Background: an optimization exercise with open tools, aiming at small area, a short achievable clock period and few clock cycles per item. Do not read the settings as production practice.
The RTL was checked by simulation tests, not by an equivalence proof against the original design.
Power is estimated from default activity; no workload was simulated.

`flow/design.v`:
```
module pwm_minp (
    input  wire        clk,
    input  wire        rst,
    input  wire        in_valid,
    output wire        in_ready,
    input  wire [18:0] in_per,
    input  wire [13:0] in_dly_r,
    input  wire [13:0] in_dly_f,
    input  wire [10:0] in_duty_max,
    input  wire        in_clamp,
    input  wire        in_clear,
    input  wire [7:0]  in_ls,
    input  wire [75:0] in_h,
    input  wire [3:0]  in_centre,
    output reg         out_valid,
    output reg  [7:0]  out_ls,
    output reg  [75:0] out_on,
    output reg  [75:0] out_off,
    output reg  [3:0]  out_drop,
    output reg  [3:0]  out_raise
);
    assign in_ready = 1'b1;
    reg        s0_valid;
    reg [18:0] s0_per;
    reg [13:0] s0_dly_r, s0_dly_f;
    reg [10:0] s0_duty_max;
    reg        s0_clamp, s0_clear;
    reg [7:0]  s0_ls;
    reg [75:0] s0_h;
    reg [3:0]  s0_centre;
    always @(posedge clk) begin
        s0_valid    <= in_valid & ~rst;
        s0_per      <= in_per;
        s0_dly_r    <= in_dly_r;
        s0_dly_f    <= in_dly_f;
        s0_duty_max <= in_duty_max;
        s0_clamp    <= in_clamp;
        s0_clear    <= in_clear;
        s0_ls       <= in_ls;
        s0_h        <= in_h;
        s0_centre   <= in_centre;
    end
    wire [18:0] duty_hi;
    pwm_minp_mul u_mul (.d(s0_duty_max[9:0]), .p(s0_per), .y(duty_hi));
    wire [14:0] thr_h0    = 15'd2000 + s0_dly_r;
    wire [14:0] thr_l0    = 15'd2000 + s0_dly_f;
    wire [18:0] pmt0      = s0_per - thr_l0;
    reg        s1_valid;
    reg [18:0] s1_per, s1_max_h, s1_pmt;
    reg [14:0] s1_thr_h;
    reg        s1_full, s1_clamp;
    reg [7:0]  s1_ls;
    reg [75:0] s1_h;
    reg [3:0]  s1_centre;
    always @(posedge clk) begin
        s1_valid  <= s0_valid & ~rst;
        s1_per    <= s0_per;
        s1_max_h  <= duty_hi | (s0_duty_max[10] ? s0_per : 19'd0);
        s1_pmt    <= pmt0;
        s1_thr_h  <= thr_h0;
        s1_full   <= s0_duty_max[10];
        s1_clamp  <= s0_clamp;
        s1_ls     <= s0_ls;
        s1_h      <= s0_h;
        s1_centre <= s0_centre;
    end
    reg [18:0] cv [0:3];         
    reg [3:0]  cf_low;           
    reg [18:0] per_c;            
    reg rst_q;
    always @(posedge clk) rst_q <= rst;
    always @(posedge clk)
        if (s1_valid) per_c <= s1_per;
    wire c_zero = rst_q | (s0_valid & s0_clear);
    reg        s2_valid;
    reg [18:0] s2_per;
    reg [7:0]  s2_ls;
    reg [75:0] s2_h;
    reg [3:0]  s2_centre, s2_drop, s2_raise;
    genvar l;
    generate
        for (l = 0; l < 4; l = l + 1) begin : g_leg
            wire [18:0] h   = s1_h[19*l +: 19];
            wire        sw  = (s1_ls[2*l +: 2] == 2'd0);
            wire [18:0] v   = cv[l];
            wire        f   = cf_low[l];
            wire r_nz    = |h;
            wire r_sh    = r_nz & (h[18:15] == 4'd0) & (h[14:0] < s1_thr_h);
            wire r_isper = (h == s1_per);
            wire r_sl    = (h > s1_pmt) & ~r_isper;
            wire [19:0] x0 = {1'b0, h};
            wire [19:0] x1 = {1'b0, v};
            wire [19:0] x2 = f ? {1'b1, ~per_c} : 20'd0;
            wire [19:0] cs_s = x0 ^ x1 ^ x2;
            wire [19:0] cs_c = (x0 & x1) | (x0 & x2) | (x1 & x2);
            wire [19:0] hc;
            add_bk #(20) u_hc (.a(cs_s), .b({cs_c[18:0], f}), .ci(1'b0), .s(hc), .co());
            wire neg  = hc[19];
            wire over = ~neg & (hc[18:0] > s1_max_h);
            wire nz_c    = ~neg & (|hc[18:0]);
            wire sh_c    = nz_c & (hc[18:15] == 4'd0) & (hc[14:0] < s1_thr_h);
            wire isper_c = ~neg & (hc[18:0] == s1_per);
            wire sl_c    = ~neg & (hc[18:0] > s1_pmt) & ~isper_c;
            wire nz    = over ? r_nz    : nz_c;
            wire sh    = over ? r_sh    : sh_c;
            wire isper = over ? r_isper : isper_c;
            wire sl    = over ? r_sl    : sl_c;
            wire cf    = s1_clamp | over;
            wire dropH  = sh & ~cf;
            wire raiseH = sh & cf;
            wire dropL  = sl & ~cf & s1_full;
            wire raiseL = sl & ~(~cf & s1_full);
            wire [18:0] h1 = over ? h : (neg ? 19'd0 : hc[18:0]);
            wire [18:0] h3 = raiseH ? {4'd0, s1_thr_h} : raiseL ? s1_pmt : h1;
            wire isLow  = ~nz | dropH;
            wire isHigh = isper | dropL;
            always @(posedge clk) begin
                if (c_zero) begin
                    cv[l]     <= 19'd0;
                    cf_low[l] <= 1'b0;
                end else if (s1_valid) begin
                    cv[l]     <= (sw & (dropH | dropL)) ? hc[18:0] : 19'd0;
                    cf_low[l] <= sw & dropL;
                end
            end
            always @(posedge clk) begin
                s2_h[19*l +: 19] <= h3;
                s2_ls[2*l +: 2]  <= ~sw ? s1_ls[2*l +: 2] : isLow ? 2'd1 : isHigh ? 2'd2 : 2'd0;
                s2_drop[l]       <= sw & (dropH | dropL);
                s2_raise[l]      <= sw & (raiseH | raiseL);
            end
        end
    endgenerate
    always @(posedge clk) begin
        s2_valid  <= s1_valid & ~rst;
        s2_per    <= s1_per;
        s2_centre <= s1_centre;
    end
    wire [19:0] per1 = {1'b0, s2_per} + 20'd1;
    generate
        for (l = 0; l < 4; l = l + 1) begin : g_place
            wire [18:0] h3  = s2_h[19*l +: 19];
            wire [1:0]  ls  = s2_ls[2*l +: 2];
            wire [19:0] a   = s2_centre[l] ? per1 : {s2_per, 1'b0};
            wire [19:0] b   = s2_centre[l] ? per1 : 20'd0;
            wire [19:0] son, sof;
            add_bk #(20) u_on  (.a(a), .b({1'b1, ~h3}), .ci(1'b1), .s(son), .co());
            add_bk #(20) u_off (.a(b), .b({1'b0, h3}),  .ci(1'b0), .s(sof), .co());
            always @(posedge clk) begin
                out_ls[2*l +: 2]    <= ls;
                out_on[19*l +: 19]  <= (ls == 2'd0) ? son[19:1] : 19'd0;
                out_off[19*l +: 19] <= (ls == 2'd0) ? sof[19:1] : (ls == 2'd2) ? s2_per : 19'd0;
            end
        end
    endgenerate
    always @(posedge clk) begin
        out_valid <= s2_valid & ~rst;
        out_drop  <= s2_drop;
        out_raise <= s2_raise;
    end
endmodule
module pwm_minp_mul (input [9:0] d, input [18:0] p, output [18:0] y);
    wire [28:0] r [0:9];
    genvar i;
    generate for (i = 0; i < 10; i = i + 1) begin : g_pp
        assign r[i] = d[i] ? ({10'd0, p} << i) : 29'd0;
    end endgenerate
    wire [28:0] a1, b1, a2, b2, a3, b3;      
    pwm_minp_csa29 l1a (r[0], r[1], r[2], a1, b1);
    pwm_minp_csa29 l1b (r[3], r[4], r[5], a2, b2);
    pwm_minp_csa29 l1c (r[6], r[7], r[8], a3, b3);
    wire [28:0] a4, b4, a5, b5;              
    pwm_minp_csa29 l2a (a1, b1, a2, a4, b4);
    pwm_minp_csa29 l2b (b2, a3, b3, a5, b5);
    wire [28:0] a6, b6;                      
    pwm_minp_csa29 l3a (a4, b4, a5, a6, b6);
    wire [28:0] a7, b7;                      
    pwm_minp_csa29 l4a (a6, b6, b5, a7, b7);
    wire [28:0] a8, b8;                      
    pwm_minp_csa29 l5a (a7, b7, r[9], a8, b8);
    wire [28:0] sum;
    add_bk #(29) fin (.a(a8), .b(b8), .ci(1'b0), .s(sum), .co());
    assign y = sum[28:10];
endmodule
module pwm_minp_csa29 (input [28:0] x, y, z, output [28:0] s, output [28:0] c);
    assign s = x ^ y ^ z;
    assign c = {(x[27:0] & y[27:0]) | (x[27:0] & z[27:0]) | (y[27:0] & z[27:0]), 1'b0};
endmodule
module add_bk #(parameter W = 20) (
    input  wire [W-1:0] a,
    input  wire [W-1:0] b,
    input  wire         ci,
    output wire [W-1:0] s,
    output wire         co
);
    localparam LG = (W <= 2) ? 1 : (W <= 4) ? 2 : (W <= 8) ? 3 : (W <= 16) ? 4 : (W <= 32) ? 5 : 6;
    reg [W-1:0] g, p;
    reg [W:0]   c;
    integer i, d;
    wire [W-1:0] p0 = a ^ b;
    wire [W-1:0] g0 = a & b;
    always @* begin
        g = g0;
        p = p0;
        g[0] = g[0] | (p[0] & ci);
        for (d = 1; d < (1 << LG); d = d * 2)
            for (i = 2*d - 1; i < W; i = i + 2*d) begin
                g[i] = g[i] | (p[i] & g[i-d]);
                p[i] = p[i] & p[i-d];
            end
        for (d = (1 << (LG - 1)) / 2; d >= 1; d = d / 2)
            for (i = 3*d - 1; i < W; i = i + 2*d) begin
                g[i] = g[i] | (p[i] & g[i-d]);
                p[i] = p[i] & p[i-d];
            end
        c[0] = ci;
        for (i = 0; i < W; i = i + 1) c[i+1] = g[i];
    end
    assign s  = p0 ^ c[W-1:0];
    assign co = c[W];
endmodule
```
`flow/flow/run.sh`:
```
#!/bin/bash
# The standard layout, with every port buffered by a buf_1 instead of the
# buffer_ports default, and timing repair aiming at 19.5 ns of setup slack.
set -euo pipefail
export BUFFER_PORTS_ARGS="-buffer_cell sky130_fd_sc_hd__buf_1"
export SETUP_SLACK_MARGIN=19.5
bash standard.sh > standard.log 2>&1
```
`flow/standard.sh`:
```
#!/bin/bash
# synth_recipe.tcl (not shown) runs the flow's synth.tcl, then flattens the netlist and writes it again
# the make line also repeats each setting of config.mk as NAME=value (left out here)
make -C /OpenROAD-flow-scripts/flow DESIGN_CONFIG=/design/flow/config.mk WORK_HOME=/design/flow/orfs CLKGATE_MAP_FILE= SYNTH_SCRIPT=/design/flow/synth_recipe.tcl "${@:-finish}"
```
`flow/config.mk`:
```
export PLATFORM = sky130hd
export DESIGN_NAME = pwm_minp
export DESIGN_NICKNAME = pwm_minp
export VERILOG_FILES = /design/flow/design.v
export SDC_FILE = /design/flow/constraint.sdc
export NUM_CORES = 4
export LEC_CHECK = 0
export ABC_AREA = 1
export CAP_MARGIN = 30
export CORE_MARGIN = 2
export CORE_UTILIZATION = 40
export CTS_CLUSTER_DIAMETER = 120
export CTS_CLUSTER_SIZE = 25
export SLEW_MARGIN = 50
```
`flow/constraint.sdc`:
```
create_clock -name core_clock -period 26.0 [get_ports {clk}]
set_input_delay 5.2000 -clock core_clock [delete_from_list [all_inputs] [get_ports {clk}]]
set_output_delay 5.2000 -clock core_clock [all_outputs]
set_load 0.01 [all_outputs]
```
==> reports/results.tsv, run 1 <==
stage	metric	value	unit
status	outcome	timing/DRC/antenna clean	
sta	crit path time final	6.430	ns
clock_tree	Reg clk slew, reported paths	0.10	ns
floorplanning	Row Count	129	
final_layout	Layout Nets	7571	
critical_path	crit-path cells	buf_1	
final_layout	Syn-to-layout area delta	9.945	%
clock_tree	CTS tree	yes	
synth	share of flip-flops with an asynchronous set or reset	0	
synth	synth top area cells	dfxtp_1, ha_1, fa_1, nand2_1, inv_1	
floorplanning	area of the die	127700	um^2
clock_tree	CTS max path bufs	3	
clock_tree	depth of the CTS H-tree	2	
critical_path	CP max-delay cell	dfxtp_1	
clock_tree	root buf cell	clkbuf_16	
sta	FMAX	155.5	MHz
pwr	power per cell area	82.63	nW/um^2
sta	Final setup viols	0	
grt	grt ovf	0	
critical_path	Crit Reg-Reg Endpoint	s2_h[65]	
placement	Area after DPL	53050	um^2
route	wire length per cell	24.85	um
synth	Yosys top cell area share	0.2717	
critical_path	Crit. path cell count	1	
synth	synthesized area per cell	8.060	um^2
floorplanning	I/O pins	321	
floorplanning	Die Y	357.4	um
critical_path	CP delay by family, top	flip-flops	
synth	Synth warnings	5	
route	Via density	5.442	
sta	Final Hold Fails	0	
critical_path	slowest stage delay, CP	0.41	ns
synth	Syn Nets	7303	
critical_path	Crit Path Max Fanout	1	
hold_path	worst hold path class	flop to flop	
grt	initial antenna violation count	10	
synth	synthesized flop and latch total	697	
final_layout	share of cells above drive strength 1	0.05287	
route	Routed Antenna Nets	0	
synth	most common cell in the netlist	nand2_1	
route	drt first pass iters	7	
grt	GRT Util Overall	0.3096	
sta	Pins Over Slew Limit	0	
placement	routability congestion estimate	1.019	
route	drc violations	0	
sta	Rel. slew slack	0.4435	
critical_path	CP Launch Point	out_drop[2]	
critical_path	r2r startpoint	per_c[2]	
critical_path	R2R Setup Slk	19.78	ns
pwr	worst vdd ir	0.05547	mV
route	DR vias	44260	
synth	most frequent cells after synthesis	nand2_1, inv_1, dfxtp_1, ha_1, nor2_1	
floorplanning	die width	357.4	um
sta	unrepaired setup endpoints after global routing	true	
grt	first-pass GRT wire length	286.3	mm
critical_path	crit path launch type	flop	
critical_path	Req. time, crit path	20.80	ns
critical_path	Buf+Inv Stages, Crit Path	1	
placement	IO Port Bufs	319	
clock_tree	Num CTS Buffers	39	
critical_path	critical path class	flop to primary output	
synth	Synth Flop Type	dfxtp_1	
clock_tree	TritonCTS Sinks	697	
placement	dpl hpwl	151.2	mm
sta	period utilisation layout	0.2473	
sta	setup TNS	0	ns
pwr	Static Leakage	27.27	nW
floorplanning	core area	123800	um^2
grt	pin count of the biggest net entering global routing	53	
sta	clock skew after layout	0.04375	ns
sta	Worst-Margin Slew	0.8336	ns
synth	Seq/Total Area, Yosys	0.2831	
synth	Post-synth EDFFs	19	
synth	Cell Area, Synth	49960	um^2
grt	vias in the first global route	42000	
route	final WL	202.1	mm
synth	Unique masters post-synth	63	
floorplanning	starting density of the core	0.4036	
critical_path	Crit. End Element	primary output	
critical_path	WP data arrival	1.23	ns
clock_tree	Skew-Pair Late Insertion Delay	0.67	ns
route	first-iteration detailed-routing DRC count	5031	
final_layout	final instance area	54930	um^2
run	Max Cap Viol	0	
hold_path	Hold Crit Depth	0	
hold_path	hold worst-path end	s1_ls[1]	
critical_path	R2R cell count	30	
hold_path	worst hold start	s0_ls[1]	
final_layout	Fill cells	12550	
synth	Synth area leader	dfxtp_1	
synth	Mapped Cells	6199	
clock_tree	hold buffer count at CTS	0	
## state kept, by name (all words and copies together) (netlist names), 15 cells and up
register  cells
s1_max_h     19
s2_per       19
s1_h         76
s1_thr_h     15
s1_per       19
s1_pmt       19
out_off      76
s2_h         76
cv           76
per_c        19
s0_h         76
out_on       76
s0_per       19
## metal layers
| metal | global-route usage | up-vias | wire [um] |
|---|---|---|---|
| li1 | - | 20420 | - |
| met1 | 0.4011 | 20860 | 81740 |
| met2 | 0.4753 | 2369 | 85890 |
| met3 | 0.06061 | 590 | 19920 |
| met4 | 0.1904 | 12 | 14450 |
| met5 | 0 | - | 83 |
## what timing repair did
action	CTS	global route
cloned	0	8
gates resized for setup	22	64
buffers inserted	1	16
endpoints found under the setup margin	129	169
pin swaps	1	8
## kinds of logic after synthesis
family | after synthesis | share of synthesized area
buf+inv | 1189 | 0.09208
xor+xnor | 236 | 0.04242
fa+ha+maj | 953 | 0.2907
other cells | 1 | 0.00007506
flops | 697 | 0.2831
compound gates | 840 | 0.09769
simple gates | 2283 | 0.1940
## placed cells by master (no fill, tap or decap), types with 18 or more instances in the layout
cell / synthesis / layout
nor3_1: 41 / 41
a21o_1: 47 / 46
ha_1: 607 / 607
fa_1: 346 / 342
clkbuf_16: 0 / 40
xor2_1: 65 / 55
o21bai_1: 62 / 60
dfxtp_2: 0 / 25
a22oi_1: 20 / 20
buf_4: 17 / 79
nand3_1: 325 / 322
a21oi_1: 297 / 295
nor2_1: 448 / 440
o22ai_1: 38 / 38
inv_2: 15 / 20
o21ai_0: 249 / 238
nand2_1: 1264 / 1248
xnor2_1: 164 / 162
a221oi_1: 18 / 18
buf_1: 12 / 319
dfxtp_1: 678 / 650
inv_1: 972 / 962
edfxtp_1: 19 / 19
nand4_1: 135 / 135
o21ai_1: 27 / 38
## layout make-up
cell class                      instances  area, um^2  area share
Antenna cell                            8       20.02   0.0003644
Clock buffer                           42        1008     0.01836
Clock inverter                         19       254.0    0.004624
Inverter                             1003        3800     0.06918
Multi-Input combinational cell       4321       31720      0.5774
Sequential cell                       697       14190      0.2583
Tap cell                             1637        2048     0.03729
Timing Repair Buffer                  405        1897     0.03453
## power by group
group	internal (mW)	total [mW]	leakage (nW)	switching, mW
Sequential	1.27	1.45	5.83	0.176
Combinational	0.875	2.37	20.8	1.50
Clock	0.306	0.720	0.619	0.415
## metrics by stage
step | std cells | hold WS [ns] | utilization | power [mW] | setup slack, ns
after floorplan | 6199 | 0.3096 | - | 2.998 | 20.45
after global placement | 8036 | 0.3108 | 0.4272 | 3.714 | 19.03
after detailed placement | 8037 | 0.3121 | 0.4286 | 3.759 | 18.82
after CTS | 8099 | 0.3259 | 0.4397 | 4.494 | 19.49
after global routing | 8124 | 0.3388 | 0.4435 | 4.909 | 19.41
final | 8132 | 0.3210 | 0.4437 | 4.539 | 19.57
## how the worst max path moves through the flow
stage | slack [ns] | end
after floorplan | 20.45 | s1_max_h[17]
after global placement | 19.03 | s2_h[34]
after detailed placement | 18.82 | s2_h[17]
after CTS | 19.49 | s2_h[17]
after global routing | 19.41 | s2_h[48]
final | 19.57 | out_drop[2]
Testbench counts, summed over its fixed seeds: cycles 32,032, items 32,000.
==> run 2: changes to the inputs <==
--- a/flow/config.mk
+++ b/flow/config.mk
@@ -8,7 +8,7 @@
 export ABC_AREA = 1
 export CAP_MARGIN = 30
 export CORE_MARGIN = 2
-export CORE_UTILIZATION = 40
-export CTS_CLUSTER_DIAMETER = 120
-export CTS_CLUSTER_SIZE = 25
+export CORE_UTILIZATION = 55
+export CTS_CLUSTER_DIAMETER = 100
+export CTS_CLUSTER_SIZE = 20
 export SLEW_MARGIN = 50
==> reports/results.tsv, run 2 <==
stage	metric	value	unit
critical_path	Crit Path Max Fanout	1	
synth	Seq/Total Area, Yosys	0.2831	
status	outcome	timing/DRC/antenna clean	
pwr	switching share of power	0.4551	
route	Via density	5.791	
clock_tree	CTS tree	yes	
final_layout	Fill cells	8407	
floorplanning	starting density of the core	0.5551	
clock_tree	root buf cell	clkbuf_16	
synth	Unique masters post-synth	63	
route	Routed Antenna Nets	0	
sta	period utilisation layout	0.2483	
placement	IO Port Bufs	319	
route	first-iteration detailed-routing DRC count	4921	
grt	grt ovf	0	
final_layout	Syn-to-layout area delta	8.557	%
pwr	Static Leakage	27.20	nW
clock_tree	depth of the CTS H-tree	2	
pwr	Clk pwr share	0.166	
floorplanning	core area	90010	um^2
synth	Synth area leader	dfxtp_1	
clock_tree	CTS max path bufs	3	
clock_tree	Skew-Pair Late Insertion Delay	0.70	ns
synth	Synth Flop Type	dfxtp_1	
clock_tree	Num CTS Buffers	47	
critical_path	CP delay by family, top	flip-flops	
synth	synthesized flop and latch total	697	
sta	Rel. slew slack	0.4172	
pwr	power per cell area	84.00	nW/um^2
sta	crit path time final	6.457	ns
sta	clock skew after layout	0.03649	ns
synth	Synth warnings	5	
final_layout	most common cell after layout, fill and taps aside	nand2_1	
critical_path	slowest stage delay, CP	0.39	ns
clock_tree	hold buffer count at CTS	0	
sta	setup TNS	0	ns
critical_path	critical path class	flop to primary output	
pwr	worst vdd ir	0.06666	mV
placement	dpl hpwl	142.5	mm
synth	most frequent cells after synthesis	nand2_1, inv_1, dfxtp_1, ha_1, nor2_1	
sta	Worst-Margin Slew	0.8651	ns
floorplanning	I/O pins	321	
final_layout	Layout Nets	7565	
sta	Final Hold Fails	0	
critical_path	Req. time, crit path	20.80	ns
route	final WL	187.6	mm
synth	Syn Nets	7303	
synth	most common cell in the netlist	nand2_1	
clock_tree	TritonCTS Sinks	697	
critical_path	Buf+Inv Stages, Crit Path	1	
run	Max Cap Viol	0	
critical_path	CP max-delay cell	dfxtp_1	
route	drt first pass iters	8	
route	wire length per cell	24.49	um
synth	Post-synth EDFFs	19	
grt	vias in the first global route	42380	
sta	unrepaired setup endpoints after global routing	false	
grt	first-pass GRT wire length	269.8	mm
floorplanning	die width	305.4	um
clock_tree	Reg clk slew, reported paths	0.09	ns
synth	synthesized area per cell	8.060	um^2
grt	initial antenna violation count	9	
final_layout	share of cells above drive strength 1	0.04863	
pwr	Logic pwr share	0.519	
final_layout	commonest cells after routing, fill and taps aside	nand2_1, inv_1, dfxtp_1	
sta	Pins Over Slew Limit	0	
route	drc violations	0	
critical_path	crit path launch type	flop	
pwr	sequential power share	0.314	
synth	synth top area cells	dfxtp_1, ha_1, fa_1, nand2_1, inv_1	
placement	routability congestion estimate	1.030	
sta	FMAX	154.9	MHz
hold_path	worst hold path class	flop to flop	
grt	GRT Util Overall	0.3943	
critical_path	WP data arrival	1.26	ns
critical_path	crit-path cells	clkbuf_2	
critical_path	Crit. End Element	primary output	
floorplanning	area of the die	93270	um^2
route	DR vias	44350	
floorplanning	Row Count	110	
synth	Cell Area, Synth	49960	um^2
synth	Mapped Cells	6199	
synth	share of flip-flops with an asynchronous set or reset	0	
pwr	Internal	2.483	mW
sta	Final setup viols	0	
grt	pin count of the biggest net entering global routing	60	
pwr	Switch Pwr	2.073	mW
sta	Min Hold Slack	0.3254	ns
synth	Yosys top cell area share	0.2717	
floorplanning	Die Y	305.4	um
run 2: changes by cell type in the layout (fill, tap and decap cells not counted), sizes merged:
cell	change
nand2	-1
clkinv	-6
buf	-13
clkbuf	+7
clkinvlp	+2
inv	+3
bufinv	-1
diode	-5
run 2: layer usage:
| layer | share of wire | global-route usage |
|---|---|---|
| met5 | 0.00025 | 0 |
| met2 | 0.42 | 0.6036 |
| met3 | 0.11 | 0.09505 |
| met1 | 0.38 | 0.4906 |
| met4 | 0.087 | 0.2748 |
run 2: what timing repair did:
item	CTS	global route
gates resized for setup	16	38
pin swaps	0	9
setup endpoints to repair	99	167
buffers inserted	0	12
hold endpoints to repair	0	0
gates cloned	0	7
run 2: logic make-up after synthesis:
| group | Yosys count | share of synthesized area |
|---|---|---|
| AO/OA/AOI/OAI | 840 | 0.09769 |
| XOR/XNOR | 236 | 0.04242 |
| adder cells (fa/ha/maj) | 953 | 0.2907 |
| buffers and inverters | 1189 | 0.09208 |
| flip-flops | 697 | 0.2831 |
| other | 1 | 0.00007506 |
| AND/OR/NAND/NOR | 2283 | 0.1940 |
run 2: power by group through the flow:
stage / Clock [mW] / Combinational (mW) / Sequential (mW)
floorplan: 0 / 1.58 / 1.42
detailed placement: 0 / 2.28 / 1.45
global placement: 0 / 2.23 / 1.46
finish: 0.757 / 2.37 / 1.43
global route: 0.800 / 2.64 / 1.45
CTS: 0.769 / 2.29 / 1.43
run 2: final timing paths:
kind,from,cells after the start,slack [ns],to
min reg2reg,s0_h[63],0,0.33,s1_h[63]
min,s0_h[63],0,0.33,s1_h[63]
max,out_drop[2],1,19.54,out_drop[2]
max reg2reg,per_c[0],34,19.77,s2_h[57]
run 2: cell type report:
type / instances / area (um^2) / area share
multi-input combinational: 4320 / 31600 / 0.5826
sequential: 697 / 14180 / 0.2614
inverter: 1003 / 3785 / 0.06978
timing repair buffer: 392 / 1783 / 0.03287
tap: 1176 / 1471 / 0.02713
clock buffer: 49 / 1184 / 0.02182
clock inverter: 17 / 227.7 / 0.004199
antenna: 3 / 7.507 / 0.0001384
run 2: per-stage QoR:
step             util  cells  area [um^2]  power (mW)  setup slack (ns)
5_1_grt        0.6025   7654        54230       4.889             19.49
3_3_place_gp   0.5806   7568        52260       3.690             19.02
6_report       0.6026   7657        54240       4.556             19.54
4_1_cts        0.5985   7635        53870       4.492             19.51
2_1_floorplan       -   6199        49960       2.998             20.45
3_5_place_dp   0.5822   7569        52400       3.735             18.91
==> run 3: changes to the inputs <==
==> flow/flow/run.sh (replaced) <==
#!/bin/bash
# The standard layout, with every port buffered by a buf_1 instead of the
# buffer_ports default, and timing repair aiming at 19.7 ns of setup slack.
set -euo pipefail
export BUFFER_PORTS_ARGS="-buffer_cell sky130_fd_sc_hd__buf_1"
export SETUP_SLACK_MARGIN=19.7
bash standard.sh > standard.log 2>&1
==> flow/config.mk (replaced) <==
export PLATFORM = sky130hd
export DESIGN_NAME = pwm_minp
export DESIGN_NICKNAME = pwm_minp
export VERILOG_FILES = /design/flow/design.v
export SDC_FILE = /design/flow/constraint.sdc
export NUM_CORES = 4
export LEC_CHECK = 0
export ABC_AREA = 1
export CAP_MARGIN = 20
export CORE_MARGIN = 2
export CORE_UTILIZATION = 40
export CTS_CLUSTER_DIAMETER = 120
export CTS_CLUSTER_SIZE = 25
export SLEW_MARGIN = 30
==> reports/results.tsv, run 3 <==
stage	metric	value	unit
status	outcome	timing/DRC/antenna clean	
clock_tree	Skew-Pair Late Insertion Delay	0.69	ns
final_layout	Syn-to-layout area delta	11.85	%
synth	synthesized area per cell	8.060	um^2
placement	routability congestion estimate	1.019	
final_layout	Layout Nets	7577	
critical_path	critical path class	flop to primary output	
synth	Synth warnings	5	
clock_tree	Reg clk slew, reported paths	0.10	ns
critical_path	slowest stage delay, CP	0.38	ns
sta	setup TNS	0	ns
sta	crit path time final	6.370	ns
sta	Final WS setup	19.63	ns
sta	Worst-Margin Slew	1.055	ns
sta	Final setup viols	0	
route	first-iteration detailed-routing DRC count	4529	
synth	most common cell in the netlist	nand2_1	
synth	Post-synth EDFFs	19	
sta	unrepaired setup endpoints after global routing	true	
sta	Rel. slew slack	0.2957	
route	final WL	203.2	mm
critical_path	R2R cell count	32	
pwr	Logic pwr share	0.530	
synth	share of flip-flops with an asynchronous set or reset	0	
sta	clock skew after layout	0.05501	ns
synth	Synth area leader	dfxtp_1	
route	Via density	5.434	
floorplanning	starting density of the core	0.4036	
clock_tree	Num CTS Buffers	39	
clock_tree	CTS tree	yes	
synth	synth top area cells	dfxtp_1, ha_1, fa_1, nand2_1, inv_1	
floorplanning	core area	123800	um^2
sta	Pins Over Slew Limit	0	
run	Max Cap Viol	0	
critical_path	WP data arrival	1.17	ns
pwr	switching share of power	0.4557	
critical_path	crit path launch type	flop	
pwr	Clk pwr share	0.155	
grt	GRT Util Overall	0.3104	
pwr	Switch Pwr	2.113	mW
route	drc violations	0	
final_layout	share of cells above drive strength 1	0.09164	
placement	dpl hpwl	151.2	mm
pwr	Internal	2.525	mW
synth	synthesized flop and latch total	697	
route	DR vias	44190	
clock_tree	depth of the CTS H-tree	2	
route	drt first pass iters	8	
critical_path	Req. time, crit path	20.80	ns
grt	grt ovf	0	
grt	first-pass GRT wire length	286.7	mm
final_layout	Fill cells	12430	
critical_path	Crit Path Max Fanout	1	
pwr	sequential power share	0.315	
sta	period utilisation layout	0.2450	
critical_path	Crit. path cell count	1	
grt	vias in the first global route	41880	
critical_path	Buf+Inv Stages, Crit Path	1	
pwr	power per cell area	82.99	nW/um^2
route	Routed Antenna Nets	0	
hold_path	Hold Crit Depth	0	
clock_tree	root buf cell	clkbuf_16	
placement	IO Port Bufs	319	
synth	Unique masters post-synth	63	
critical_path	crit-path cells	buf_6	
hold_path	worst hold path class	flop to flop	
synth	Cell Area, Synth	49960	um^2
synth	Mapped Cells	6199	
clock_tree	TritonCTS Sinks	697	
synth	Synth Flop Type	dfxtp_1	
floorplanning	Die Y	357.4	um
floorplanning	Row Count	129	
critical_path	CP delay by family, top	flip-flops	
sta	FMAX	157.0	MHz
synth	Yosys top cell area share	0.2717	
floorplanning	die width	357.4	um
grt	initial antenna violation count	9	
pwr	Static Leakage	28.05	nW
route	wire length per cell	24.99	um
floorplanning	area of the die	127700	um^2
clock_tree	CTS max path bufs	3	
critical_path	Crit. End Element	primary output	
floorplanning	I/O pins	321	
placement	setup slack at placement	18.86	ns
final_layout	commonest cells after routing, fill and taps aside	nand2_1, inv_1, ha_1	
pwr	worst vdd ir	0.05446	mV
sta	Final Hold Fails	0	
synth	most frequent cells after synthesis	nand2_1, inv_1, dfxtp_1, ha_1, nor2_1	
final_layout	FF/Latch Area	14290	um^2
final_layout	area of the multi-input gates	31720	um^2
critical_path	CP max-delay cell	dfxtp_2	
synth	Seq/Total Area, Yosys	0.2831	
grt	pin count of the biggest net entering global routing	53	
synth	Syn Nets	7303	
final_layout	most common cell after layout, fill and taps aside	nand2_1	
==> run 3: final timing paths <==
path | end | slack (ns) | from
setup / recovery | out_off[15] | 19.63 | out_off[15]
hold reg to reg | s1_h[29] | 0.33 | s0_h[29]
setup reg to reg | s2_h[3] | 19.94 | per_c[0]
hold / removal | s1_h[29] | 0.33 | s0_h[29]
==> run 3: cells by family after synthesis <==
group	synth area share
AND/OR/NAND/NOR	0.1940
AO/OA/AOI/OAI	0.09769
XOR/XNOR	0.04242
other	0.00007506
flip-flops	0.2831
adder cells (fa/ha/maj)	0.2907
buffers and inverters	0.09208
==> run 3: power groups by stage <==
stage	combinational [mW]	sequential, mW	clock [mW]
floorplan	1.58	1.42	0
global placement	2.25	1.47	0
detailed placement	2.29	1.47	0
CTS	2.35	1.45	0.741
global route	2.75	1.48	0.772
finish	2.46	1.46	0.718
==> run 3: stage by stage <==
step	area, um^2	hold WS, ns	std cells	utilization	power (mW)
floorplan	49960	0.3096	6199	-	2.998
global placement	52890	0.3108	8036	0.4272	3.714
detailed placement	52920	0.3121	8036	0.4275	3.755
CTS	54960	0.3285	8100	0.4439	4.545
global route	55880	0.3364	8130	0.4514	5.002
finish	55880	0.3254	8133	0.4514	4.638
==> run 3: area by class of cell <==
cell class,instances,area share
Antenna cell,3,0.0001343
Clock buffer,45,0.01805
Clock inverter,16,0.004187
Inverter,1003,0.06824
Multi-Input combinational cell,4324,0.5676
Sequential cell,697,0.2556
Tap cell,1637,0.03665
Timing Repair Buffer,408,0.04953
==> run 3: routing by layer <==
metal / track usage / wire length (um)
met3: 0.07179 / 19970
met2: 0.4731 / 85940
met5: 0 / 74
met4: 0.1987 / 15690
met1: 0.3952 / 81550
==> run 3: what timing repair did <==
| action | in CTS | in global routing |
|---|---|---|
| setup buffers | 3 | 18 |
| endpoints found under the setup margin | 331 | 339 |
| gates resized for setup | 317 | 180 |
| pin swaps | 2 | 19 |
| gates cloned | 0 | 12 |
| hold buffers | 0 | 0 |
==> run 4: changes to the inputs <==
==> flow/flow/run.sh (replaced) <==
#!/bin/bash
# The standard layout, with every port buffered by a buf_1 instead of the
# buffer_ports default, and timing repair aiming at 19.9 ns of setup slack.
set -euo pipefail
export BUFFER_PORTS_ARGS="-buffer_cell sky130_fd_sc_hd__buf_1"
export SETUP_SLACK_MARGIN=19.9
bash standard.sh > standard.log 2>&1
==> reports/results.tsv, run 4 <==
stage	metric	value	unit
sta	period utilisation layout	0.2455	
placement	IO Port Bufs	319	
final_layout	Layout Nets	7621	
critical_path	Crit Path Max Fanout	1	
grt	initial antenna violation count	9	
grt	GRT Util Overall	0.3115	
critical_path	Buf+Inv Stages, Crit Path	1	
final_layout	share of cells above drive strength 1	0.1082	
hold_path	worst hold path class	flop to flop	
floorplanning	Die Y	357.4	um
clock_tree	depth of the CTS H-tree	2	
run	Max Cap Viol	0	
critical_path	slowest stage delay, CP	0.38	ns
critical_path	Crit Reg-Reg Endpoint	s2_h[63]	
final_layout	final std cells w/o fill	8177	
critical_path	CP max-delay cell	dfxtp_2	
route	final WL	204.7	mm
route	drt first pass iters	5	
floorplanning	Row Count	129	
critical_path	critical path class	flop to primary output	
critical_path	crit-path cells	buf_6	
grt	pin count of the biggest net entering global routing	53	
sta	Final setup viols	0	
hold_path	Hold Crit Depth	0	
floorplanning	starting density of the core	0.4036	
clock_tree	Num CTS Buffers	39	
synth	share of flip-flops with an asynchronous set or reset	0	
critical_path	WP data arrival	1.18	ns
hold_path	worst hold start	s0_h[29]	
synth	most frequent cells after synthesis	nand2_1, inv_1, dfxtp_1, ha_1, nor2_1	
pwr	Static Leakage	28.34	nW
route	Routed Antenna Nets	0	
sta	crit path time final	6.382	ns
synth	Unique masters post-synth	63	
pwr	power per cell area	82.93	nW/um^2
critical_path	Crit. End Element	primary output	
final_layout	commonest cells after routing, fill and taps aside	nand2_1, inv_1, ha_1	
sta	Worst-Margin Slew	1.062	ns
sta	clock skew after layout	0.05361	ns
synth	Synth warnings	5	
sta	setup TNS	0	ns
sta	Rel. slew slack	0.2911	
floorplanning	I/O pins	321	
hold_path	hold worst-path end	s1_h[29]	
sta	Pins Over Slew Limit	0	
final_layout	final instance area	56660	um^2
placement	Area after DPL	52920	um^2
final_layout	final design utilization	0.4577	
route	Via density	5.427	
synth	synthesized flop and latch total	697	
floorplanning	area of the die	127700	um^2
route	wire length per cell	25.04	um
synth	Syn Nets	7303	
status	outcome	timing/DRC/antenna clean	
clock_tree	root buf cell	clkbuf_16	
route	drc violations	0	
sta	FMAX	156.7	MHz
synth	Synth Flop Type	dfxtp_1	
critical_path	Req. time, crit path	20.80	ns
synth	Synth area leader	dfxtp_1	
final_layout	Fill cells	12340	
placement	Placed Cells incl. Taps	8036	
pwr	worst vdd ir	0.05483	mV
route	first-iteration detailed-routing DRC count	4721	
sta	Final Hold Fails	0	
clock_tree	TritonCTS Sinks	697	
synth	synthesized area per cell	8.060	um^2
synth	Post-synth EDFFs	19	
floorplanning	die width	357.4	um
critical_path	crit path launch type	flop	
clock_tree	Skew-Pair Late Insertion Delay	0.69	ns
grt	first-pass GRT wire length	287.7	mm
critical_path	r2r startpoint	per_c[5]	
synth	Seq/Total Area, Yosys	0.2831	
synth	Mapped Cells	6199	
critical_path	R2R Setup Slk	20.10	ns
synth	most common cell in the netlist	nand2_1	
grt	vias in the first global route	41940	
critical_path	CP delay by family, top	flip-flops	
route	DR vias	44370	
final_layout	most common cell after layout, fill and taps aside	nand2_1	
placement	dpl hpwl	151.2	mm
clock_tree	hold buffer count at CTS	0	
final_layout	Syn-to-layout area delta	13.41	%
floorplanning	core area	123800	um^2
clock_tree	Reg clk slew, reported paths	0.10	ns
clock_tree	CTS max path bufs	3	
synth	Yosys top cell area share	0.2717	
grt	grt ovf	0	
synth	synth top area cells	dfxtp_1, ha_1, fa_1, nand2_1, inv_1	
clock_tree	CTS tree	yes	
sta	unrepaired setup endpoints after global routing	true	
critical_path	R2R cell count	26	
synth	Cell Area, Synth	49960	um^2
placement	routability congestion estimate	1.019	
==> run 4: timing repair <==
action / 4_1_cts / 5_1_grt
pin swaps: 5 / 37
hold endpoints to repair: 0 / 0
resized for setup: 332 / 265
buffers inserted: 12 / 50
endpoints found under the setup margin: 339 / 347
gates cloned: 3 / 12
==> run 4: cells by family after synthesis <==
kind of cell | count (synthesis) | synth area share
AND/OR/NAND/NOR | 2283 | 0.1940
buffers and inverters | 1189 | 0.09208
XOR/XNOR | 236 | 0.04242
AO/OA/AOI/OAI | 840 | 0.09769
other | 1 | 0.00007506
adder cells (fa/ha/maj) | 953 | 0.2907
flip-flops | 697 | 0.2831
==> run 4: how the worst max path moves through the flow <==
stage / startpoint / to / slack (ns) / cells past startpoint
2_1_floorplan: s0_duty_max[3] / s1_max_h[17] / 20.45 / 24
3_3_place_gp: cf_low[1] / s2_h[34] / 19.03 / 33
3_5_place_dp: cf_low[0] / s2_h[17] / 18.86 / 32
4_1_cts: out_on[7] / out_on[7] / 19.60 / 1
5_1_grt: out_off[15] / out_off[15] / 19.61 / 1
6_report: out_off[15] / out_off[15] / 19.62 / 1
==> run 4: final cells by class <==
| class | instances | area (um^2) | area share |
|---|---|---|---|
| Clock inverter | 16 | 234.0 | 0.004129 |
| Multi-Input combinational cell | 4324 | 32010 | 0.5650 |
| Timing Repair Buffer | 451 | 3209 | 0.05664 |
| Sequential cell | 697 | 14310 | 0.2526 |
| Tap cell | 1637 | 2048 | 0.03615 |
| Antenna cell | 3 | 7.507 | 0.0001325 |
| Inverter | 1003 | 3821 | 0.06744 |
| Timing Repair inverter | 1 | 8.758 | 0.0001546 |
| Clock buffer | 45 | 1008 | 0.01780 |
==> run 4: routing by layer <==
layer,GRT usage,vias to the layer above,part of all wire
met5,0,-,0.00021
met4,0.1951,8,0.076
met3,0.07408,614,0.10
met2,0.4753,2373,0.42
met1,0.3962,20830,0.40
li1,-,20550,-
==> run 4: power by group <==
| group | total [mW] | switching (mW) | internal [mW] |
|---|---|---|---|
| Sequential | 1.46 | 0.183 | 1.28 |
| Combinational | 2.52 | 1.53 | 0.982 |
| Clock | 0.719 | 0.422 | 0.297 |
==> run 4: through the flow <==
step / setup slack [ns] / total power [mW] / hold WS (ns)
after global routing: 19.61 / 5.063 / 0.3364
final: 19.62 / 4.699 / 0.3226
after detailed placement: 18.86 / 3.755 / 0.3121
after global placement: 19.03 / 3.714 / 0.3108
after CTS: 19.60 / 4.556 / 0.3285
after floorplan: 20.45 / 2.998 / 0.3096
==> run 5: changes to the inputs <==
==> flow/flow/run.sh (replaced) <==
#!/bin/bash
# The standard layout, with every port buffered by a buf_1 instead of the
# buffer_ports default, and timing repair aiming at 19.5 ns of setup slack.
set -euo pipefail
export BUFFER_PORTS_ARGS="-buffer_cell sky130_fd_sc_hd__buf_1"
export SETUP_SLACK_MARGIN=19.5
bash standard.sh > standard.log 2>&1
--- a/flow/config.mk
+++ b/flow/config.mk
@@ -6,9 +6,9 @@
 export NUM_CORES = 4
 export LEC_CHECK = 0
 export ABC_AREA = 1
-export CAP_MARGIN = 20
+export CAP_MARGIN = 10
 export CORE_MARGIN = 2
 export CORE_UTILIZATION = 40
 export CTS_CLUSTER_DIAMETER = 120
 export CTS_CLUSTER_SIZE = 25
-export SLEW_MARGIN = 30
+export SLEW_MARGIN = 10
==> reports/results.tsv, run 5 <==
stage	metric	value	unit
status	outcome	timing/DRC/antenna clean	
sta	Worst-Margin Slew	1.233	ns
floorplanning	core area	123800	um^2
final_layout	Syn-to-layout area delta	9.589	%
floorplanning	area of the die	127700	um^2
placement	setup slack at placement	18.83	ns
sta	crit path time final	6.447	ns
critical_path	CP Launch Point	out_drop[2]	
pwr	Static Leakage	27.19	nW
clock_tree	CTS max path bufs	3	
clock_tree	TritonCTS Sinks	697	
synth	Cell Area, Synth	49960	um^2
route	wire length per cell	24.73	um
grt	GRT Util Overall	0.3096	
final_layout	most common cell after layout, fill and taps aside	nand2_1	
clock_tree	root buf cell	clkbuf_16	
sta	Final Hold Fails	0	
synth	Mapped Cells	6199	
critical_path	crit path launch type	flop	
synth	Syn Nets	7303	
grt	vias in the first global route	41790	
sta	Final setup viols	0	
hold_path	worst hold path class	flop to flop	
synth	Unique masters post-synth	63	
synth	Yosys top cell area share	0.2717	
hold_path	worst hold start	s0_h[28]	
grt	grt ovf	0	
critical_path	slowest stage delay, CP	0.39	ns
clock_tree	Skew-Pair Late Insertion Delay	0.68	ns
sta	FMAX	155.1	MHz
floorplanning	Row Count	129	
critical_path	WP data arrival	1.25	ns
route	Routed Antenna Nets	0	
floorplanning	starting density of the core	0.4036	
synth	most frequent cells after synthesis	nand2_1, inv_1, dfxtp_1, ha_1, nor2_1	
clock_tree	Num CTS Buffers	39	
critical_path	Buf+Inv Stages, Crit Path	1	
synth	share of flip-flops with an asynchronous set or reset	0	
grt	initial antenna violation count	13	
final_layout	final std cells w/o fill	8132	
clock_tree	Reg clk slew, reported paths	0.10	ns
placement	routability congestion estimate	1.019	
clock_tree	CTS tree	yes	
pwr	worst vdd ir	0.06008	mV
synth	Synth Flop Type	dfxtp_1	
final_layout	share of cells above drive strength 1	0.04489	
synth	synthesized flop and latch total	697	
sta	period utilisation layout	0.2480	
critical_path	CP max-delay cell	dfxtp_1	
critical_path	CP delay by family, top	flip-flops	
placement	IO Port Bufs	319	
final_layout	commonest cells after routing, fill and taps aside	nand2_1, inv_1, dfxtp_1	
floorplanning	die width	357.4	um
synth	Synth warnings	5	
route	first-iteration detailed-routing DRC count	5091	
critical_path	r2r startpoint	cf_low[3]	
final_layout	Fill cells	12530	
final_layout	area of the multi-input gates	31520	um^2
sta	clock skew after layout	0.04417	ns
sta	Rel. slew slack	0.1714	
synth	Seq/Total Area, Yosys	0.2831	
synth	synthesized area per cell	8.060	um^2
placement	dpl hpwl	151.1	mm
final_layout	FF/Latch Area	14150	um^2
synth	Post-synth EDFFs	19	
final_layout	Layout Nets	7568	
route	Via density	5.421	
synth	most common cell in the netlist	nand2_1	
placement	Placed Cells incl. Taps	8036	
pwr	power per cell area	82.98	nW/um^2
critical_path	crit-path cells	buf_1	
pwr	Pwr Total	4.543	mW
critical_path	Crit Path Max Fanout	1	
floorplanning	Die Y	357.4	um
route	final WL	201.1	mm
sta	unrepaired setup endpoints after global routing	true	
critical_path	critical path class	flop to primary output	
grt	pin count of the biggest net entering global routing	53	
sta	Pins Over Slew Limit	0	
route	DR vias	44080	
sta	setup TNS	0	ns
clock_tree	depth of the CTS H-tree	2	
grt	first-pass GRT wire length	286.3	mm
route	drc violations	0	
sta	Final WS setup	19.55	ns
final_layout	final design utilization	0.4423	
floorplanning	I/O pins	321	
synth	Synth area leader	dfxtp_1	
critical_path	Crit. End Element	primary output	
synth	synth top area cells	dfxtp_1, ha_1, fa_1, nand2_1, inv_1	
critical_path	Req. time, crit path	20.80	ns
run	Max Cap Viol	0	
route	drt first pass iters	6	
clock_tree	hold buffer count at CTS	0	
[run 5: cell counts after synthesis]
Identical to the previous run, type by type.
[run 5: area by class of cell]
cell class,instances,area share
Inverter,1003,0.06929
Tap cell,1637,0.03741
Antenna cell,12,0.0005484
Sequential cell,697,0.2585
Multi-Input combinational cell,4319,0.5757
Clock buffer,42,0.01840
Clock inverter,18,0.005279
Timing Repair Buffer,404,0.03483
[run 5: per-layer routing]
metal | GRT usage | vias to the layer above | part of all wire
met3 | 0.06311 | 567 | 0.097
met1 | 0.4014 | 20740 | 0.40
li1 | - | 20420 | -
met5 | 0 | - | 0.000060
met2 | 0.4711 | 2351 | 0.43
met4 | 0.1944 | 2 | 0.073
[run 5: final timing paths]
check / to / slack (ns) / cells after the start
max: out_drop[2] / 19.55 / 1
min: s1_h[28] / 0.33 / 0
max reg2reg: cv[3][0] / 19.87 / 32
min reg2reg: s1_h[28] / 0.33 / 0
[run 5: cells by family (layout without fill, tap and decap cells)]
family | Yosys count | in the layout | synth area share
AO/OA/AOI/OAI | 840 | 840 | 0.09769
buffers and inverters | 1189 | 1467 | 0.09208
other | 1 | 13 | 0.00007506
XOR/XNOR | 236 | 236 | 0.04242
flip-flops | 697 | 697 | 0.2831
adder cells (fa/ha/maj) | 953 | 953 | 0.2907
AND/OR/NAND/NOR | 2283 | 2289 | 0.1940
[run 5: per-stage QoR]
stage | hold WS [ns] | area, um^2
finish | 0.3270 | 54750
global route | 0.3377 | 54720
CTS | 0.3330 | 54340
detailed placement | 0.3121 | 52890
global placement | 0.3108 | 52890
floorplan | 0.3096 | 49960
[run 5: where the power goes]
| group | leakage [nW] | total, mW | switching, mW | internal [mW] |
|---|---|---|---|---|
| Clock | 0.632 | 0.736 | 0.420 | 0.317 |
| Combinational | 20.7 | 2.36 | 1.49 | 0.872 |
| Sequential | 5.83 | 1.45 | 0.175 | 1.27 |
| Total | 27.2 | 4.54 | 2.08 | 2.46 |
[run 5: repair_timing]
| item | in CTS | in global routing |
|---|---|---|
| hold endpoints to repair | 0 | 0 |
| pin swaps | 1 | 11 |
| setup buffers | 3 | 15 |
| setup endpoints to repair | 127 | 168 |
| gates resized for setup | 28 | 59 |
| cloned | 0 | 6 |
==> run 6: changes to the inputs <==
--- a/flow/config.mk
+++ b/flow/config.mk
@@ -6,9 +6,10 @@
 export NUM_CORES = 4
 export LEC_CHECK = 0
 export ABC_AREA = 1
-export CAP_MARGIN = 10
+export CAP_MARGIN = 20
 export CORE_MARGIN = 2
 export CORE_UTILIZATION = 40
+export CTS_BUF_LIST = sky130_fd_sc_hd__clkbuf_8 sky130_fd_sc_hd__clkbuf_16
 export CTS_CLUSTER_DIAMETER = 120
 export CTS_CLUSTER_SIZE = 25
-export SLEW_MARGIN = 10
+export SLEW_MARGIN = 30
==> reports/results.tsv, run 6 <==
stage	metric	value	unit
grt	vias in the first global route	41780	
placement	Area after DPL	52920	um^2
route	drt first pass iters	6	
clock_tree	TritonCTS Sinks	697	
critical_path	R2R cell count	33	
critical_path	CP max-delay cell	dfxtp_1	
floorplanning	core area	123800	um^2
synth	Unique masters post-synth	63	
final_layout	share of cells above drive strength 1	0.04733	
pwr	Switch Pwr	2.096	mW
clock_tree	Num CTS Buffers	39	
synth	Synth warnings	5	
critical_path	slowest stage delay, CP	0.39	ns
grt	first-pass GRT wire length	286.0	mm
hold_path	Hold Crit Depth	0	
pwr	Internal	2.441	mW
pwr	Logic pwr share	0.524	
grt	initial antenna violation count	7	
pwr	Clk pwr share	0.158	
clock_tree	Reg clk slew, reported paths	0.10	ns
floorplanning	area of the die	127700	um^2
final_layout	Fill cells	12530	
floorplanning	I/O pins	321	
synth	Post-synth EDFFs	19	
synth	synthesized area per cell	8.060	um^2
synth	Cell Area, Synth	49960	um^2
synth	Synth Area in Adders	0.2907	
sta	setup TNS	0	ns
sta	crit path time final	6.445	ns
route	DR vias	43990	
synth	synthesized flop and latch total	697	
clock_tree	Skew-Pair Late Insertion Delay	0.69	ns
final_layout	Layout Nets	7571	
critical_path	critical path class	flop to primary output	
status	outcome	timing/DRC/antenna clean	
grt	pin count of the biggest net entering global routing	53	
synth	most common cell in the netlist	nand2_1	
sta	Final Hold Fails	0	
route	drc violations	0	
floorplanning	die width	357.4	um
synth	share of flip-flops with an asynchronous set or reset	0	
route	final WL	202.4	mm
route	first-iteration detailed-routing DRC count	4540	
placement	IO Port Bufs	319	
synth	Seq/Total Area, Yosys	0.2831	
critical_path	crit-path cells	buf_1	
hold_path	worst hold path class	flop to flop	
pwr	sequential power share	0.318	
grt	GRT Util Overall	0.3095	
clock_tree	root buf cell	clkbuf_16	
sta	unrepaired setup endpoints after global routing	true	
clock_tree	depth of the CTS H-tree	2	
floorplanning	starting density of the core	0.4036	
synth	post-synthesis compound-gate area fraction	0.09769	
pwr	worst vdd ir	0.05379	mV
sta	clock skew after layout	0.05175	ns
sta	Min Hold Slack	0.3259	ns
synth	Synth Area in Simple Gates	0.1940	
route	Routed Antenna Nets	0	
critical_path	WP data arrival	1.25	ns
placement	dpl hpwl	151.2	mm
clock_tree	CTS max path bufs	3	
sta	Final setup viols	0	
run	Max Cap Viol	0	
synth	most frequent cells after synthesis	nand2_1, inv_1, dfxtp_1, ha_1, nor2_1	
synth	Mapped Cells	6199	
critical_path	Crit Reg-Reg Endpoint	cv[3][2]	
synth	Synth Flop Type	dfxtp_1	
floorplanning	Die Y	357.4	um
sta	Pins Over Slew Limit	0	
placement	routability congestion estimate	1.019	
synth	largest family of logic cells by synthesized area	adder cells	
synth	XOR/XNOR share of the synthesized area	0.04242	
synth	Yosys top cell area share	0.2717	
critical_path	crit path launch type	flop	
floorplanning	Row Count	129	
final_layout	commonest cells after routing, fill and taps aside	nand2_1, inv_1, dfxtp_1	
final_layout	Syn-to-layout area delta	9.674	%
pwr	power per cell area	82.80	nW/um^2
pwr	switching share of power	0.4620	
final_layout	final instance area	54800	um^2
critical_path	CP delay by family, top	flip-flops	
pwr	Static Leakage	27.23	nW
route	Via density	5.410	
critical_path	Crit Path Max Fanout	1	
hold_path	worst hold start	s0_h[29]	
sta	Worst-Margin Slew	1.092	ns
synth	synth top area cells	dfxtp_1, ha_1, fa_1, nand2_1, inv_1	
final_layout	final design utilization	0.4426	
synth	Syn Nets	7303	
sta	Rel. slew slack	0.2710	
hold_path	hold worst-path end	s1_h[29]	
grt	grt ovf	0	
route	wire length per cell	24.89	um
critical_path	R2R Setup Slk	19.83	ns
critical_path	Crit. End Element	primary output	
clock_tree	CTS tree	yes	
synth	Synth area leader	dfxtp_1	
critical_path	r2r startpoint	per_c[0]	
critical_path	Buf+Inv Stages, Crit Path	1	
sta	FMAX	155.1	MHz
sta	period utilisation layout	0.2479	
synth	post-synthesis mux area share	0	
final_layout	most common cell after layout, fill and taps aside	nand2_1	
critical_path	Req. time, crit path	20.80	ns
==> run 6: logic make-up after synthesis <==
group | Yosys count
simple gates | 2283
buf+inv | 1189
fa+ha+maj | 953
compound gates | 840
flops | 697
xor+xnor | 236
other cells | 1
==> run 6: power by group through the flow <==
stage               clock (mW)  sequential (mW)  combinational, mW
floorplan                    0             1.42               1.58
finish                   0.717             1.44               2.38
detailed placement           0             1.47               2.29
global route             0.770             1.46               2.67
CTS                      0.739             1.44               2.31
global placement             0             1.47               2.25
==> run 6: metrics by stage <==
stage | worst slack (ns) | power (mW) | std cells
3_5_place_dp | 18.86 | 3.755 | 8036
4_1_cts | 19.51 | 4.486 | 8098
5_1_grt | 19.45 | 4.903 | 8124
3_3_place_gp | 19.03 | 3.714 | 8036
6_report | 19.55 | 4.537 | 8130
2_1_floorplan | 20.45 | 2.998 | 6199
==> run 6: final cells by class <==
type | instances | area, um^2 | share of cell area
Multi-Input combinational cell | 4322 | 31640 | 0.5774
Sequential cell | 697 | 14150 | 0.2582
Inverter | 1003 | 3801 | 0.06937
Tap cell | 1637 | 2048 | 0.03738
Timing Repair Buffer | 404 | 1899 | 0.03466
Clock buffer | 40 | 989.7 | 0.01806
Clock inverter | 21 | 252.7 | 0.004612
Antenna cell | 6 | 15.01 | 0.0002740
==> run 6: metal layers <==
layer	vias to the layer above	wire [um]	GRT usage
met3	595	19840	0.06918
met1	20680	81460	0.3966
met4	10	15680	0.2031
met2	2269	85310	0.4679
li1	20430	-	-
met5	-	65	0
==> run 6: timing repair <==
| item | CTS | global route |
|---|---|---|
| hold buffers | 0 | 0 |
| cloned | 0 | 10 |
| pin swaps | 1 | 11 |
| setup endpoints to repair | 123 | 169 |
| buffers inserted | 1 | 16 |
| gates resized for setup | 24 | 74 |
==> run 6: worst max-delay path by stage <==
stage	start	endpoint	slack, ns	cells after the start
after detailed placement	cf_low[0]	s2_h[17]	18.86	32
final	out_off[15]	out_off[15]	19.55	1
after global routing	per_c[0]	s2_h[75]	19.45	33
after CTS	per_c[0]	cv[1][10]	19.51	36
after floorplan	s0_duty_max[3]	s1_max_h[17]	20.45	24
after global placement	cf_low[1]	s2_h[34]	19.03	33
==> run 7: changes to the inputs <==
--- a/flow/config.mk
+++ b/flow/config.mk
@@ -9,7 +9,7 @@
 export CAP_MARGIN = 20
 export CORE_MARGIN = 2
 export CORE_UTILIZATION = 40
-export CTS_BUF_LIST = sky130_fd_sc_hd__clkbuf_8 sky130_fd_sc_hd__clkbuf_16
 export CTS_CLUSTER_DIAMETER = 120
 export CTS_CLUSTER_SIZE = 25
+export GPL_ROUTABILITY_DRIVEN = 0
 export SLEW_MARGIN = 30
==> reports/results.tsv, run 7 <==
stage	metric	value	unit
synth	Unique masters post-synth	63	
clock_tree	Skew-Pair Late Insertion Delay	0.68	ns
route	first-iteration detailed-routing DRC count	5461	
route	final WL	196.3	mm
floorplanning	starting density of the core	0.4036	
floorplanning	Die Y	357.4	um
route	Routed Antenna Nets	0	
clock_tree	root buf cell	clkbuf_16	
clock_tree	depth of the CTS H-tree	2	
pwr	Logic pwr share	0.523	
route	DR vias	44610	
hold_path	Hold Crit Depth	0	
synth	synthesized area per cell	8.060	um^2
route	wire length per cell	24.16	um
critical_path	Buf+Inv Stages, Crit Path	1	
final_layout	final instance area	54810	um^2
route	Via density	5.492	
pwr	Static Leakage	27.23	nW
critical_path	Crit Path Max Fanout	1	
critical_path	slowest stage delay, CP	0.39	ns
critical_path	CP delay by family, top	flip-flops	
grt	pin count of the biggest net entering global routing	62	
clock_tree	hold buffer count at CTS	0	
clock_tree	CTS tree	yes	
pwr	Internal	2.460	mW
critical_path	Req. time, crit path	20.80	ns
grt	grt ovf	0	
floorplanning	die width	357.4	um
sta	FMAX	155.5	MHz
clock_tree	TritonCTS Sinks	697	
synth	Synth warnings	5	
synth	Yosys top cell area share	0.2717	
critical_path	CP max-delay cell	dfxtp_1	
synth	synthesized flop and latch total	697	
placement	IO Port Bufs	319	
floorplanning	Row Count	129	
grt	GRT busiest layer	met2	
synth	most frequent cells after synthesis	nand2_1, inv_1, dfxtp_1, ha_1, nor2_1	
synth	Mapped Cells	6199	
floorplanning	core area	123800	um^2
sta	Worst-Margin Slew	1.181	ns
synth	synth top area cells	dfxtp_1, ha_1, fa_1, nand2_1, inv_1	
final_layout	share of cells above drive strength 1	0.04661	
clock_tree	Reg clk slew, reported paths	0.10	ns
pwr	power per cell area	82.98	nW/um^2
floorplanning	area of the die	127700	um^2
grt	initial antenna violation count	11	
route	drt first pass iters	6	
grt	met1 Use GR	0.3781	
final_layout	Syn-to-layout area delta	9.709	%
synth	Syn Nets	7303	
placement	dpl hpwl	145.2	mm
critical_path	R2R cell count	33	
sta	Pins Over Slew Limit	0	
grt	vias in the first global route	42330	
synth	Cell Area, Synth	49960	um^2
final_layout	Fill cells	12390	
final_layout	commonest cells after routing, fill and taps aside	nand2_1, inv_1, dfxtp_1	
grt	met3 Usage GRT	0.08643	
pwr	switching share of power	0.4592	
pwr	Switch Pwr	2.089	mW
pwr	Clk pwr share	0.160	
run	Max Cap Viol	0	
synth	Synth Flop Type	dfxtp_1	
sta	period utilisation layout	0.2473	
final_layout	Layout Nets	7565	
grt	GRT Util Overall	0.2991	
sta	crit path time final	6.430	ns
critical_path	WP data arrival	1.23	ns
clock_tree	CTS max path bufs	3	
synth	share of flip-flops with an asynchronous set or reset	0	
clock_tree	Num CTS Buffers	39	
pwr	worst vdd ir	0.05254	mV
critical_path	crit path launch type	flop	
grt	first-pass GRT wire length	280.1	mm
sta	clock skew after layout	0.06998	ns
critical_path	crit-path cells	buf_1	
critical_path	Crit. End Element	primary output	
grt	GR Util met2	0.4427	
sta	Final setup viols	0	
synth	most common cell in the netlist	nand2_1	
hold_path	worst hold path class	flop to flop	
sta	unrepaired setup endpoints after global routing	false	
sta	setup TNS	0	ns
route	drc violations	0	
synth	Seq/Total Area, Yosys	0.2831	
critical_path	Crit. path cell count	1	
sta	Rel. slew slack	0.2116	
floorplanning	I/O pins	321	
critical_path	critical path class	flop to primary output	
synth	Synth area leader	dfxtp_1	
status	outcome	timing/DRC/antenna clean	
synth	Post-synth EDFFs	19	
placement	Area after DPL	52850	um^2
final_layout	most common cell after layout, fill and taps aside	nand2_1	
pwr	sequential power share	0.318	
sta	Final Hold Fails	0	
-- run 7: through the flow --
step / utilization / setup slack (ns) / cells / power [mW] / hold slack [ns]
global placement: 0.4268 / 18.90 / 8028 / 3.689 / 0.3107
CTS: 0.4381 / 19.53 / 8089 / 4.482 / 0.3186
global route: 0.4426 / 19.44 / 8116 / 4.897 / 0.3363
finish: 0.4428 / 19.57 / 8123 / 4.549 / 0.3279
floorplan: - / 20.45 / 6199 / 2.998 / 0.3096
detailed placement: 0.4269 / 18.80 / 8028 / 3.744 / 0.3121
-- run 7: cell type report --
cell class                      instances  area, um^2  area share
Clock buffer                           41       993.5     0.01812
Multi-Input combinational cell       4325       31710      0.5785
Tap cell                             1637        2048     0.03737
Clock inverter                         18       281.5    0.005136
Antenna cell                            7       17.52   0.0003196
Inverter                             1003        3802     0.06937
Timing Repair Buffer                  395        1813     0.03308
Sequential cell                       697       14150      0.2581
-- run 7: worst paths after layout --
| kind | from | to | slack (ns) |
|---|---|---|---|
| worst max register to register | per_c[0] | s2_h[17] | 19.75 |
| worst min-delay path | s2_drop[2] | out_drop[2] | 0.33 |
| worst max-delay path | out_drop[2] | out_drop[2] | 19.57 |
| worst min register to register | s2_drop[2] | out_drop[2] | 0.33 |
-- run 7: cell families after synthesis --
family          Yosys count  share of synthesized area
compound gates          840                    0.09769
simple gates           2283                     0.1940
buf+inv                1189                    0.09208
other cells               1                 0.00007506
flops                   697                     0.2831
fa+ha+maj               953                     0.2907
xor+xnor                236                    0.04242
-- run 7: power groups by stage --
stage | clock [mW] | sequential, mW | combinational, mW
after floorplan | 0 | 1.42 | 1.58
after global placement | 0 | 1.47 | 2.22
after detailed placement | 0 | 1.47 | 2.28
after CTS | 0.750 | 1.44 | 2.29
after global routing | 0.783 | 1.46 | 2.65
final | 0.726 | 1.45 | 2.38
-- run 7: layer usage --
layer | wire (um) | vias to the layer above
met5 | 182 | -
met4 | 15840 | 20
met3 | 24630 | 750
met2 | 80430 | 2762
met1 | 75200 | 20660
li1 | - | 20420
-- run 7: what timing repair did --
action                                  4_1_cts  5_1_grt
resized for setup                            21       82
gates cloned                                  0       12
setup buffers                                 2       15
endpoints found under the setup margin      100      168
pin swaps                                     1       16
==> run 8: changes to the inputs <==
--- a/flow/config.mk
+++ b/flow/config.mk
@@ -11,5 +11,5 @@
 export CORE_UTILIZATION = 40
 export CTS_CLUSTER_DIAMETER = 120
 export CTS_CLUSTER_SIZE = 25
-export GPL_ROUTABILITY_DRIVEN = 0
+export GPL_TIMING_DRIVEN = 0
 export SLEW_MARGIN = 30
==> reports/results.tsv, run 8 <==
stage	metric	value	unit
sta	setup TNS	0	ns
pwr	worst vdd ir	0.06032	mV
placement	IO Port Bufs	319	
synth	synth top area cells	dfxtp_1, ha_1, fa_1, nand2_1, inv_1	
placement	routability congestion estimate	1.041	
synth	Post-synth EDFFs	19	
sta	FMAX	155.3	MHz
critical_path	Crit Path Max Fanout	1	
floorplanning	I/O pins	321	
floorplanning	core area	123800	um^2
floorplanning	Die Y	357.4	um
grt	GR Util met2	0.4926	
grt	met1 Use GR	0.3996	
clock_tree	CTS max path bufs	3	
floorplanning	die width	357.4	um
synth	Cell Area, Synth	49960	um^2
sta	unrepaired setup endpoints after global routing	true	
sta	clock skew after layout	0.03360	ns
final_layout	Layout Nets	7702	
synth	Synth area leader	dfxtp_1	
grt	initial antenna violation count	7	
critical_path	slowest stage delay, CP	0.41	ns
floorplanning	starting density of the core	0.4036	
synth	synthesized area per cell	8.060	um^2
clock_tree	hold buffer count at CTS	0	
final_layout	share of cells above drive strength 1	0.05655	
synth	share of flip-flops with an asynchronous set or reset	0	
final_layout	commonest cells after routing, fill and taps aside	nand2_1, inv_1, dfxtp_1	
route	Routed Antenna Nets	0	
critical_path	WP data arrival	1.24	ns
clock_tree	Reg clk slew, reported paths	0.10	ns
critical_path	critical path class	flop to primary output	
route	Via density	5.367	
placement	dpl hpwl	159.1	mm
clock_tree	Num CTS Buffers	39	
floorplanning	area of the die	127700	um^2
synth	Seq/Total Area, Yosys	0.2831	
sta	Min Hold Slack	0.3189	ns
clock_tree	root buf cell	clkbuf_16	
synth	most frequent cells after synthesis	nand2_1, inv_1, dfxtp_1, ha_1, nor2_1	
route	DR vias	44300	
final_layout	Syn-to-layout area delta	10.50	%
grt	pin count of the biggest net entering global routing	27	
route	drt first pass iters	6	
sta	Rel. slew slack	0.2395	
route	first-iteration detailed-routing DRC count	4520	
critical_path	crit path launch type	flop	
clock_tree	Skew-Pair Late Insertion Delay	0.66	ns
grt	grt ovf	0	
synth	Syn Nets	7303	
sta	crit path time final	6.438	ns
pwr	power per cell area	81.80	nW/um^2
route	wire length per cell	24.60	um
pwr	Pwr Total	4.516	mW
final_layout	most common cell after layout, fill and taps aside	nand2_1	
critical_path	crit-path cells	buf_1	
route	drc violations	0	
pwr	Static Leakage	27.36	nW
placement	Area after DPL	53250	um^2
critical_path	CP max-delay cell	dfxtp_1	
grt	met3 Usage GRT	0.05566	
sta	Worst-Margin Slew	1.141	ns
status	outcome	timing/DRC/antenna clean	
grt	first-pass GRT wire length	287.3	mm
hold_path	worst hold path class	flop to flop	
run	Max Cap Viol	0	
grt	vias in the first global route	42020	
clock_tree	depth of the CTS H-tree	2	
critical_path	CP delay by family, top	flip-flops	
final_layout	area of the multi-input gates	31560	um^2
sta	Final Hold Fails	0	
synth	Synth warnings	5	
sta	Final setup viols	0	
sta	period utilisation layout	0.2476	
synth	synthesized flop and latch total	697	
synth	Yosys top cell area share	0.2717	
final_layout	final instance area	55210	um^2
grt	GRT busiest layer	met2	
critical_path	Req. time, crit path	20.80	ns
grt	GRT Util Overall	0.3122	
synth	most common cell in the netlist	nand2_1	
floorplanning	Row Count	129	
final_layout	Fill cells	12610	
clock_tree	TritonCTS Sinks	697	
synth	Synth Flop Type	dfxtp_1	
synth	Mapped Cells	6199	
clock_tree	CTS tree	yes	
route	final WL	203.1	mm
final_layout	FF/Latch Area	14150	um^2
critical_path	Buf+Inv Stages, Crit Path	1	
sta	Pins Over Slew Limit	0	
critical_path	Crit. End Element	primary output	
synth	Unique masters post-synth	63	
## run 8: cells by family (layout without fill, tap and decap cells)
logic type,count (synthesis),in the layout,synth area share
XOR/XNOR,236,236,0.04242
flip-flops,697,697,0.2831
buffers and inverters,1189,1603,0.09208
adder cells (fa/ha/maj),953,953,0.2907
AND/OR/NAND/NOR,2283,2284,0.1940
AO/OA/AOI/OAI,840,840,0.09769
other,1,5,0.00007506
## run 8: report_power, final
part,internal [mW],switching [mW]
registers,1.27,0.166
clock network,0.294,0.401
logic,0.884,1.50
## run 8: path summary, 6_finish.rpt
path | from | slack (ns) | cells past startpoint | end
worst max-delay path | out_drop[2] | 19.56 | 1 | out_drop[2]
worst max register to register | per_c[1] | 19.68 | 30 | s2_h[10]
worst min-delay path | s0_h[38] | 0.32 | 0 | s1_h[38]
worst min register to register | s0_h[38] | 0.32 | 0 | s1_h[38]
## run 8: what timing repair did
item	CTS	global route
pin swaps	0	16
gates resized for setup	18	150
endpoints found under the setup margin	144	179
gates cloned	0	1
buffers inserted	2	36
## run 8: final cells by class
cell class,instances,share of cell area
Clock buffer,44,0.01820
Multi-Input combinational cell,4314,0.5716
Buffer,186,0.01611
Inverter,1003,0.06905
Timing Repair Buffer,357,0.02754
Sequential cell,697,0.2563
Clock inverter,13,0.003921
Antenna cell,4,0.0001813
Tap cell,1637,0.03710
## run 8: stage by stage
stage               cells  utilization  setup slack, ns
floorplan            6199            -            20.45
global placement     8155       0.4298            19.06
detailed placement   8155       0.4301            19.00
CTS                  8214       0.4405            19.51
global route         8251       0.4459            19.42
finish               8255       0.4460            19.56
## run 8: per-layer routing
layer | vias to the layer above | wire length (um)
met2 | 2175 | 88310
met3 | 542 | 18420
met5 | - | 0
met1 | 20900 | 81800
li1 | 20690 | -
met4 | 0 | 14550

## static timing again, ports no longer ideal
How much do the figures lean on ideal ports? The routed layouts below were timed once more, with nothing changed but the port constraints.
Step 1, drivers: a clkbuf_16 drives clk and a buf_2 each remaining input, both assumed.
Step 2 adds t to the input delays and takes it off the output delays; t is the mean of the earliest and latest rising clock arrival at the registers after step 1. Input paths then give back, and output paths get back, about the clock's delay inside the block.
Slacks: no drivers / after step 1 / after step 2; pairs: no drivers / after step 1.
run | t, ns | setup WS [ns] | slew at the worst register clock pin (ns)
run 1 | 0.722 | 19.570 / 19.495 / 19.782 | 0.11 / 0.11
run 2 | 0.756 | 19.543 / 19.468 / 19.772 | 0.09 / 0.09
run 3 | 0.738 | 19.630 / 19.553 / 19.939 | 0.11 / 0.11
run 4 | 0.738 | 19.618 / 19.543 / 20.099 | 0.11 / 0.11
run 5 | 0.738 | 19.553 / 19.477 / 19.872 | 0.11 / 0.11
run 6 | 0.740 | 19.555 / 19.479 / 19.831 | 0.11 / 0.11
run 7 | 0.725 | 19.570 / 19.495 / 19.751 | 0.11 / 0.11
run 8 | 0.722 | 19.562 / 19.485 / 19.684 | 0.11 / 0.11
After both steps every run listed still meets setup and hold.
